What follows belongs to an exercise in optimizing a design on an open flow for small area, a short achievable clock period and few clock cycles per item; a production flow would make more cautious choices.
In this exercise RTL edits were held to simulation tests only and were not proved equivalent to the original.

==> flow/design.v (excerpt) <==
module qg_screen_lane (
    input  wire         clk,
    input  wire         rst,
    input  wire         in_valid,
    output wire         in_ready,
    input  wire [1:0]   in_fmt,         
    input  wire         in_grey3,       
    input  wire         in_two_rowsets,
    input  wire [7:0]   in_p0,          
    input  wire [7:0]   in_ph,          
    input  wire [7:0]   in_pv,          
    input  wire [7:0]   in_phv,         
    input  wire [15:0]  in_gain,        
    input  wire [111:0] in_theta,       
    input  wire [15:0]  in_mask,        
    input  wire [8:0]   in_share,       
    input  wire         in_zone,        
    input  wire [10:0]  in_k,           
    input  wire [10:0]  in_s,           
    input  wire [11:0]  in_dots2_map,   
    output reg          out_valid,
    output reg  [2:0]   out_logical,
    output reg  [2:0]   out_level,
    output reg          out_rowset,
    output reg          out_pick_b,
    output reg          out_clip
);
    assign in_ready = 1'b1;
    function gt16;
        input [15:0] a;
        input [15:0] b;
        integer i, w;
        reg [15:0] g, l;
        begin
            g = a & ~b;
            l = ~a & b;
            for (w = 1; w < 16; w = w * 2)
                for (i = 0; i < 16; i = i + 2 * w) begin
                    g[i] = g[i + w] | (~l[i + w] & g[i]);
                    l[i] = l[i + w] | (~g[i + w] & l[i]);
                end
            gt16 = g[0];
        end
    endfunction
    function gt16r;
        input [15:0] a;
        input [15:0] b;
        integer i;
        reg c;
  ...
export LEC_CHECK = 0
export CAP_MARGIN = 20
export CORE_MARGIN = 2
export CORE_UTILIZATION = 50
export CTS_BUF_LIST = sky130_fd_sc_hd__clkbuf_16
export CTS_CLUSTER_DIAMETER = 120
export CTS_CLUSTER_SIZE = 30
export PLACE_DENSITY = 0.7
export SLEW_MARGIN = 20
create_clock -name core_clock -period 48.0 [get_ports {clk}]
standard.sh (not shown) runs the stock make flow with config.mk's settings and CLKGATE_MAP_FILE= SYNTH_SCRIPT=/design/flow/synth_recipe.tcl, a recipe that flattens the netlist after the stock synthesis.
==> flow/flow/run.sh <==
#!/bin/bash
# The standard layout (standard.sh), with these changes:
#  - synthesis (flow/synth.tcl): the standard script, but Yosys's generic
#    ABC pass inside synth is skipped (-noabc), so that the full adders
#    written in the RTL are extracted without inverters around them, and the
#    final ABC mapping uses flow/abc.script;
#  - ports get buf_1 buffers;
#  - repair_timing aims at a slack of SETUP_SLACK_MARGIN below the 48 ns
#    clock, i.e. at the period the design can reach.
# make's output goes to standard.log; ORFS keeps each step's log in orfs/logs.
set -euo pipefail
W=$PWD
bash standard.sh finish SYNTH_SCRIPT=$W/flow/synth.tcl SYNTH_ARGS=-noabc \
  "BUFFER_PORTS_ARGS=-buffer_cell sky130_fd_sc_hd__buf_1" \
  SETUP_SLACK_MARGIN=37.3 > $W/standard.log 2>&1
==> flow/flow/abc.script <==
strash
dc2
dch -f
map -D 4000
buffer
upsize -D 4000
dnsize -D 4000
stime -p
==> flow/flow/synth.tcl <==
# synth_recipe.tcl with ABC's script swapped for flow/abc.script.
proc synth {args} { yosys synth -nofsm -noshare {*}$args }
set ::my_flow_dir [file dirname [file normalize [info script]]]
proc abc {args} {
  set i [lsearch -exact $args -script]
  if {$i >= 0} { set args [lreplace $args $i [expr {$i + 1}] -script $::my_flow_dir/abc.script] }
  set i [lsearch -exact $args -D]
  if {$i >= 0} { set args [lreplace $args $i [expr {$i + 1}]] }
  yosys abc {*}$args
}
source $::env(SCRIPTS_DIR)/synth.tcl
# left out here: clear keep_hierarchy, flatten, clean up, hide names made inside functions, write 1_2_yosys.v
Testbench counts at the start, summed over its fixed seeds: cycles 40,008, items 40,000.
Change:
CAP_MARGIN = 5   (was 20)
CORE_UTILIZATION = 60   (was 50)
PLACE_DENSITY = 0.75   (was 0.7)
SLEW_MARGIN = 5   (was 20)
Cell area increases by 1.1%.
Worst setup slack got worse by 0.0054 ns.
Count of clock-buffer cells in the layout came out lower by 1.
Sequential cell count is unchanged.
Non-clock buffer count grows by 10.
Wire length decreases by about 1.8%.
Sequential share of layout area drops by 0.21 points.
Area after synthesis is unchanged.
Maximum frequency stays flat.
Die area is lower by about 16%.
Global-route usage increases by 5.1 points.
Change:
--- a/flow/flow/run.sh
+++ b/flow/flow/run.sh
@@ -15 +15 @@
-  SETUP_SLACK_MARGIN=37.3 > $W/standard.log 2>&1
+  SETUP_SLACK_MARGIN=37.4 > $W/standard.log 2>&1
CAP_MARGIN = 20   (was 5)
CORE_UTILIZATION = 50   (was 60)
PLACE_DENSITY = 0.7   (was 0.75)
SLEW_MARGIN = 20   (was 5)
After rerunning: Area after synthesis does not change; non-clock buffer count fell by 3; routed wire length increases by about 1%; worst setup slack improves by 0.057 ns; cell count is higher by about 2.6%; maximum frequency goes up by 0.54%; clock-buffer cell count rises by 1.


Setup of P:
Starting RTL as in the previous note.
Settings: LEC_CHECK=0, CAP_MARGIN=20, CORE_MARGIN=2, CORE_UTILIZATION=60, CTS_BUF_LIST=sky130_fd_sc_hd__clkbuf_8, PLACE_DENSITY=0.75, SLEW_MARGIN=20; clock period 48.0 ns.
==> flow/flow/run.sh <==
#!/bin/bash
# The standard layout (standard.sh), with these changes:
#  - synthesis (flow/synth.tcl): the standard script, but Yosys's generic
#    ABC pass inside synth is skipped (-noabc), so that the full adders
#    written in the RTL are extracted without inverters around them, and the
#    final ABC mapping uses flow/abc.script;
#  - ports get buf_1 buffers;
#  - repair_timing aims at a slack of SETUP_SLACK_MARGIN below the 48 ns
#    clock, i.e. at the period the design can reach.
# make's output goes to standard.log; ORFS keeps each step's log in orfs/logs.
set -euo pipefail
W=$PWD
bash standard.sh finish SYNTH_SCRIPT=$W/flow/synth.tcl SYNTH_ARGS=-noabc \
  "BUFFER_PORTS_ARGS=-buffer_cell sky130_fd_sc_hd__buf_1" \
  SETUP_SLACK_MARGIN=37.3 > $W/standard.log 2>&1
==> flow/flow/abc.script <==
strash
dch
map -D 4000
buffer
upsize -D 4000
dnsize -D 4000
stime -p
Scripts as last shown in full above: flow/flow/synth.tcl
The flow did not stop early for P: all stages ran, and the layout cleared the timing, design-rule and antenna checks.
Testbench counts of P, summed over its fixed seeds: cycles 40,008, items 40,000.
> inputs changed (P -> Q)
Settings: setting TNS_END_PERCENT to 10 for the first time; changing CORE_UTILIZATION from 60 to 50; setting CTS_CLUSTER_SIZE to 30 for the first time; changing CTS_BUF_LIST from sky130_fd_sc_hd__clkbuf_8 to sky130_fd_sc_hd__clkbuf_16; changing PLACE_DENSITY from 0.75 to 0.7; setting CTS_CLUSTER_DIAMETER to 120 for the first time.
==> flow/flow/abc.script <==
strash
dc2
dch -f
map -D 4000
buffer
upsize -D 4000
dnsize -D 4000
stime -p
==> run notes <==
Q was carried through to the last stage, and its layout satisfied the timing, design-rule and antenna checks.
Q against P: total placed instance area went down 170 um^2, growth of design area from synthesis to finish went down 4.3 points.
Startpoint of the most critical setup path = out_level[0]$_DFF_P_: Q; startpoint of the most critical setup path = out_level[1]$_DFF_P_: P

## static timing again, ports no longer ideal
No port has a modelled driver above. Below, the same layouts with a new extraction and two added sets of constraints. Step 1 sets driving cells, clkbuf_16 on the clock port and buf_2 on the other inputs (assumed; they add their load-dependent delay and slew). Step 2 also shifts input and output timing later by t, the mid clock arrival at the registers, as if the neighbouring blocks saw the same clock. a / b / c = no drivers / after step 1 / after step 2; a / b = the first two.
| run | t (ns) | setup slack, ns | worst setup path after step 2 |
|---|---|---|---|
| the first run of note 1 | 0.553 | 37.383 / 37.328 / 36.924 | input to register |
| the second run of note 1 | 0.554 | 37.377 / 37.321 / 37.030 | input to register |
| the third run of note 1 | 0.556 | 37.434 / 37.382 / 37.058 | input to register |
| P | 0.613 | 37.357 / 37.307 / 36.837 | input to register |
| Q | 0.559 | 37.368 / 37.314 / 37.026 | input to register |
After both steps every run listed still meets setup and hold. For P, which loses most, drivers alone change the setup slack by -0.050 ns; drivers and shift together by -0.520 ns.
